Background: an optimization exercise with open tools, aiming at small area, a short achievable clock period and few clock cycles per item. Do not read the settings as production practice. The RTL was checked by simulation tests, not by an equivalence proof against the original design. No activity file was given, so power comes from the tool's default toggle rates.

==> job 9315: inputs <==
==> flow/design.v (excerpt) <==
module sha2_core (
    input  wire         clk,
    input  wire         rst,         
    input  wire         in_valid,
    output reg          in_ready,
    input  wire [63:0]  in_data,
    input  wire         in_first,    
    input  wire [1:0]   in_mode,     
    output reg          out_valid,
    output wire [511:0] digest
);
==> module sha2_add_mux, before the edit <==
module sha2_add_mux (
    input  wire [63:0] x,
    input  wire [63:0] y,
    input  wire        sel,
    input  wire [63:0] alt,
    output wire [63:0] o
);
    reg [63:0] g, p, gn, pn;
    integer l, i;
    always @(*) begin
        g = x & y;
        p = x ^ y;
        for (l = 0; l < 6; l = l + 1) begin
            gn = g;
            pn = p;
            for (i = 0; i < 64; i = i + 1)
                if (i >= (1 << l)) begin
                    gn[i] = g[i] | (p[i] & g[i - (1 << l)]);
                    pn[i] = p[i] & p[i - (1 << l)];
                end
            g = gn;
            p = pn;
        end
    end
    wire [63:0] h  = x ^ y;
    wire [63:0] c  = {g[62:0], 1'b0};
    wire [63:0] o0 = sel ? h : alt;
    wire [63:0] o1 = sel ? ~h : alt;
    assign o = (c & o1) | (~c & o0);
endmodule
Settings: LEC_CHECK=0, CAP_MARGIN=20, CORE_MARGIN=2, CORE_UTILIZATION=50, CTS_CLUSTER_DIAMETER=100, CTS_CLUSTER_SIZE=20, PLACE_DENSITY=0.65, SLEW_MARGIN=20, SYNTH_MEMORY_MAX_BITS=16384, TNS_END_PERCENT=0; clock period 12.0 ns.
standard.sh (not shown) runs the stock make flow with config.mk's settings and CLKGATE_MAP_FILE= SYNTH_SCRIPT=/design/flow/synth_recipe.tcl, a recipe that flattens the netlist after the stock synthesis.
==> flow/flow/run.sh <==
#!/bin/bash
# Layout flow: the standard ORFS flow (standard.sh) with
#  - the port buffers that ORFS inserts made the smallest buffer, buf_1
#    (every input and output port still gets its own buffer).
# The SDC, clock period and all else are the standard flow's.
# The make output (every tool's log in turn) goes to flow_standard.log here;
# ORFS keeps each step's own log under orfs/logs/.
set -o pipefail
cd "$(dirname "$0")/.."
bash standard.sh SETUP_SLACK_MARGIN=8 TNS_END_PERCENT=0 \
    "BUFFER_PORTS_ARGS=-buffer_cell sky130_fd_sc_hd__buf_1" finish > flow_standard.log 2>&1
==> job 5782 (differences from job 9315) <==
--- a/flow/design.v
+++ b/flow/design.v
@@ -332,3 +332,3 @@
     reg [63:0] g, p, gn, pn;
-    integer l, i;
+    integer l, i, j;
     always @(*) begin
@@ -340,5 +340,6 @@
             for (i = 0; i < 64; i = i + 1)
-                if (i >= (1 << l)) begin
-                    gn[i] = g[i] | (p[i] & g[i - (1 << l)]);
-                    pn[i] = p[i] & p[i - (1 << l)];
+                if ((i >> l) & 1) begin
+                    j = ((i >> l) << l) - 1;
+                    gn[i] = g[i] | (p[i] & g[j]);
+                    pn[i] = p[i] & p[j];
                 end
Settings changed: CORE_UTILIZATION 50 to 45, CTS_CLUSTER_DIAMETER 100 to 120, PLACE_DENSITY 0.65 to 0.55.
==> notes.md <==
Against job 9315, the worst setup slack of job 5782 is lower by 95 ps. In job 9315 the die area is lower than in job 5782, by 9.1%. In job 9315 the clock power is larger than in job 5782, by 9.6%. Non-clock buffer count: job 9315 is higher than job 5782 (53). Between job 5782 and job 9315, the lower worst hold slack is in job 9315 (gap 30 ps). Against job 5782, the first-iteration DRC count of job 9315 is larger by 29%. Critical path depth: job 5782 is lower than job 9315 (4). Clock skew: job 9315 is higher than job 5782 (7.7 ps). Of job 5782 and job 9315, job 9315 has the higher via count (gap 7.0%, measured against job 9315). In job 5782 the routed wire length is smaller than in job 9315, by 4.5%.
Testbench counts of job 9315, summed over its fixed seeds: cycles 107,884, items 1,420.
Testbench counts of job 5782, summed over its fixed seeds: cycles 107,884, items 1,420.

* * *

==> run a: inputs <==
sha2_core with an RTL version that a note above also has.
## sha2_core
module sha2_core (
    input  wire         clk,
    input  wire         rst,         
    input  wire         in_valid,
    output reg          in_ready,
    input  wire [63:0]  in_data,
    input  wire         in_first,    
    input  wire [1:0]   in_mode,     
    output reg          out_valid,
    output wire [511:0] digest
);
    function [63:0] ivf;
        input       m256;
        input       m384;
        input [2:0] i;
        reg   [63:0] v512, v384;
        begin
            case (i)
                3'd0: begin v512 = 64'h6a09e667f3bcc908; v384 = 64'hcbbb9d5dc1059ed8; end
                3'd1: begin v512 = 64'hbb67ae8584caa73b; v384 = 64'h629a292a367cd507; end
                3'd2: begin v512 = 64'h3c6ef372fe94f82b; v384 = 64'h9159015a3070dd17; end
                3'd3: begin v512 = 64'ha54ff53a5f1d36f1; v384 = 64'h152fecd8f70e5939; end
                3'd4: begin v512 = 64'h510e527fade682d1; v384 = 64'h67332667ffc00b31; end
                3'd5: begin v512 = 64'h9b05688c2b3e6c1f; v384 = 64'h8eb44a8768581511; end
                3'd6: begin v512 = 64'h1f83d9abfb41bd6b; v384 = 64'hdb0c2e0d64f98fa7; end
                default: begin v512 = 64'h5be0cd19137e2179; v384 = 64'h47b5481dbefa4fa4; end
            endcase
            if (m384)
                ivf = v384;
            else if (m256)
                ivf = {v512[63:32], v512[63:32]};
            else
                ivf = v512;
        end
    endfunction
    function [63:0] ivsel;
        input       m256;
        input       m384;
        input [3:0] oh;
        input       hi;
        integer     j;
  ...
==> module sha2_add_mux, before the edit <==
module sha2_add_mux (
    input  wire [63:0] x,
    input  wire [63:0] y,
    input  wire        sel,
    input  wire [63:0] alt,
    output wire [63:0] o
);
    reg [63:0] g, p, gn, pn;
    integer l, i, j;
    always @(*) begin
        g = x & y;
        p = x ^ y;
        for (l = 0; l < 6; l = l + 1) begin
            gn = g;
            pn = p;
            for (i = 0; i < 64; i = i + 1)
                if ((i >> l) & 1) begin
                    j = ((i >> l) << l) - 1;
                    gn[i] = g[i] | (p[i] & g[j]);
                    pn[i] = p[i] & p[j];
                end
            g = gn;
            p = pn;
        end
    end
    wire [63:0] h  = x ^ y;
    wire [63:0] c  = {g[62:0], 1'b0};
    wire [63:0] o0 = sel ? h : alt;
    wire [63:0] o1 = sel ? ~h : alt;
    assign o = (c & o1) | (~c & o0);
endmodule
==> flow/config.mk <==
export PLATFORM = sky130hd
export DESIGN_NAME = sha2_core
export DESIGN_NICKNAME = sha2_core
export VERILOG_FILES = /design/flow/design.v
export SDC_FILE = /design/flow/constraint.sdc
export NUM_CORES = 4
export LEC_CHECK = 0
export CAP_MARGIN = 20
export CORE_MARGIN = 2
export CORE_UTILIZATION = 45
export PLACE_DENSITY = 0.55
export SLEW_MARGIN = 20
export SYNTH_MEMORY_MAX_BITS = 16384
export TNS_END_PERCENT = 0
==> flow/constraint.sdc <==
create_clock -name core_clock -period 12.0 [get_ports {clk}]
set_input_delay 2.4000 -clock core_clock [delete_from_list [all_inputs] [get_ports {clk}]]
set_output_delay 2.4000 -clock core_clock [all_outputs]
set_load 0.01 [all_outputs]
==> flow/flow/run.sh <==
#!/bin/bash
set -o pipefail
cd "$(dirname "$0")/.."
bash standard.sh SETUP_SLACK_MARGIN=8 TNS_END_PERCENT=0 finish > flow_standard.log 2>&1
==> run b: changes against run a <==
--- a/flow/design.v
+++ b/flow/design.v
@@ -331,5 +331,5 @@
 );
     reg [63:0] g, p, gn, pn;
-    integer l, i, j;
+    integer l, i;
     always @(*) begin
         g = x & y;
@@ -339,8 +339,7 @@
             pn = p;
             for (i = 0; i < 64; i = i + 1)
-                if ((i >> l) & 1) begin
-                    j = ((i >> l) << l) - 1;
-                    gn[i] = g[i] | (p[i] & g[j]);
-                    pn[i] = p[i] & p[j];
+                if (i >= (1 << l)) begin
+                    gn[i] = g[i] | (p[i] & g[i - (1 << l)]);
+                    pn[i] = p[i] & p[i - (1 << l)];
                 end
             g = gn;
==> flow/flow/run.sh (replaced) <==
#!/bin/bash
# Layout flow: the standard ORFS flow (standard.sh) with
#  - the port buffers that ORFS inserts made the smallest buffer, buf_1
#    (every input and output port still gets its own buffer).
# The SDC, clock period and all else are the standard flow's.
# The make output (every tool's log in turn) goes to flow_standard.log here;
# ORFS keeps each step's own log under orfs/logs/.
set -o pipefail
cd "$(dirname "$0")/.."
bash standard.sh SETUP_SLACK_MARGIN=8 TNS_END_PERCENT=0 \
    "BUFFER_PORTS_ARGS=-buffer_cell sky130_fd_sc_hd__buf_1" finish > flow_standard.log 2>&1
Settings changed: CTS_CLUSTER_DIAMETER set to 120, CTS_CLUSTER_SIZE set to 20.
==> run c: changes against run a <==
==> flow/flow/run.sh (replaced) <==
#!/bin/bash
# Layout flow: the standard ORFS flow (standard.sh) with
#  - the port buffers that ORFS inserts made the smallest buffer, buf_1
#    (every input and output port still gets its own buffer).
# The SDC, clock period and all else are the standard flow's.
# The make output (every tool's log in turn) goes to flow_standard.log here;
# ORFS keeps each step's own log under orfs/logs/.
set -o pipefail
cd "$(dirname "$0")/.."
bash standard.sh SETUP_SLACK_MARGIN=8 TNS_END_PERCENT=0 \
    "BUFFER_PORTS_ARGS=-buffer_cell sky130_fd_sc_hd__buf_1" finish > flow_standard.log 2>&1
Settings changed: CTS_CLUSTER_DIAMETER set to 100, CTS_CLUSTER_SIZE set to 20, PLACE_DENSITY 0.55 to 0.65.
==> notes.md <==
quantity                                                                run b      run c      run a
Result of the run                                    timing/DRC/antenna clean  timing/DRC/antenna clean  timing/DRC/antenna clean
Mapped Cells                                                            10075       9828       9828
Non-filler cells in the finished layout                                 14439      14169      14376
Combinational gate power                                              30.4 mW    26.5 mW    26.1 mW
Initial antenna violation count                                            44         38         47
Data arrival at the endpoint of the critical path                     6240 ps    6370 ps    6500 ps
Sum of met3 wire segment lengths after detailed routing              69200 µm   49900 µm   52600 µm
Final critical path time including I/O delays and setup               5690 ps    5770 ps    5870 ps
WL/cell                                                               40.6 µm    37.6 µm    38.6 µm
Vertical die dimension                                                 521 µm     518 µm     518 µm
Proportion of cell area occupied by registers                           46.4%      47.2%      45.0%
Register area share after synthesis                                     53.2%      53.8%      53.8%
Area share of fa/ha/maj cells after synthesis                           12.9%      13.0%      13.0%
Placeable core region                                               0.265 mm²  0.263 mm²  0.263 mm²
Insertion delay of the later-clocked pin in the worst-skew pair        910 ps     880 ps     990 ps
Number of optimization iterations in the first detailed-route pass          6          9          6
Ant. Diodes                                                                18         30         16
Clk pwr share                                                           10.3%      11.9%      16.4%
GRT Overall Usage                                                       42.4%      38.7%      40.5%
GR Layer Usage met2                                                     59.5%      59.0%      60.5%
Testbench counts of run a, summed over its fixed seeds: cycles 107,884, items 1,420.
Testbench counts of run b, summed over its fixed seeds: cycles 107,884, items 1,420.
Testbench counts of run c, summed over its fixed seeds: cycles 107,884, items 1,420.

re-timing with driven ports:
The results above use ideal ports. As a check the final layouts listed here were re-extracted and re-timed, cells and wires unchanged.
Step 1 (the two cells are an assumption about what drives the block):
set clk [get_ports {clk}]
set_driving_cell -lib_cell sky130_fd_sc_hd__clkbuf_16 $clk
set_driving_cell -lib_cell sky130_fd_sc_hd__buf_2 [delete_from_list [all_inputs] $clk]
Step 2 adds t to the input delays and takes it off the output delays; t is the mean of the earliest and latest rising clock arrival at the registers after step 1. Input paths then give back, and output paths get back, about the clock's delay inside the block.
a / b / c = no drivers / after step 1 / after step 2; a / b = the first two.
run	t, ns	slack for setup (ns)	worst setup path at the end
job 9315	0.961	6.262 / 6.262 / 5.532	input to register
job 5782	1.009	6.166 / 6.166 / 5.397	input to register
run a	1.029	6.126 / 6.126 / 5.224	input to register
run b	0.980	6.314 / 6.314 / 5.490	input to register
run c	0.943	6.226 / 6.226 / 5.459	input to register
After both steps every run listed still meets setup and hold. The setup slack of run a, which loses most, moves by 0.000 ns with the drivers and by -0.902 ns with both steps.
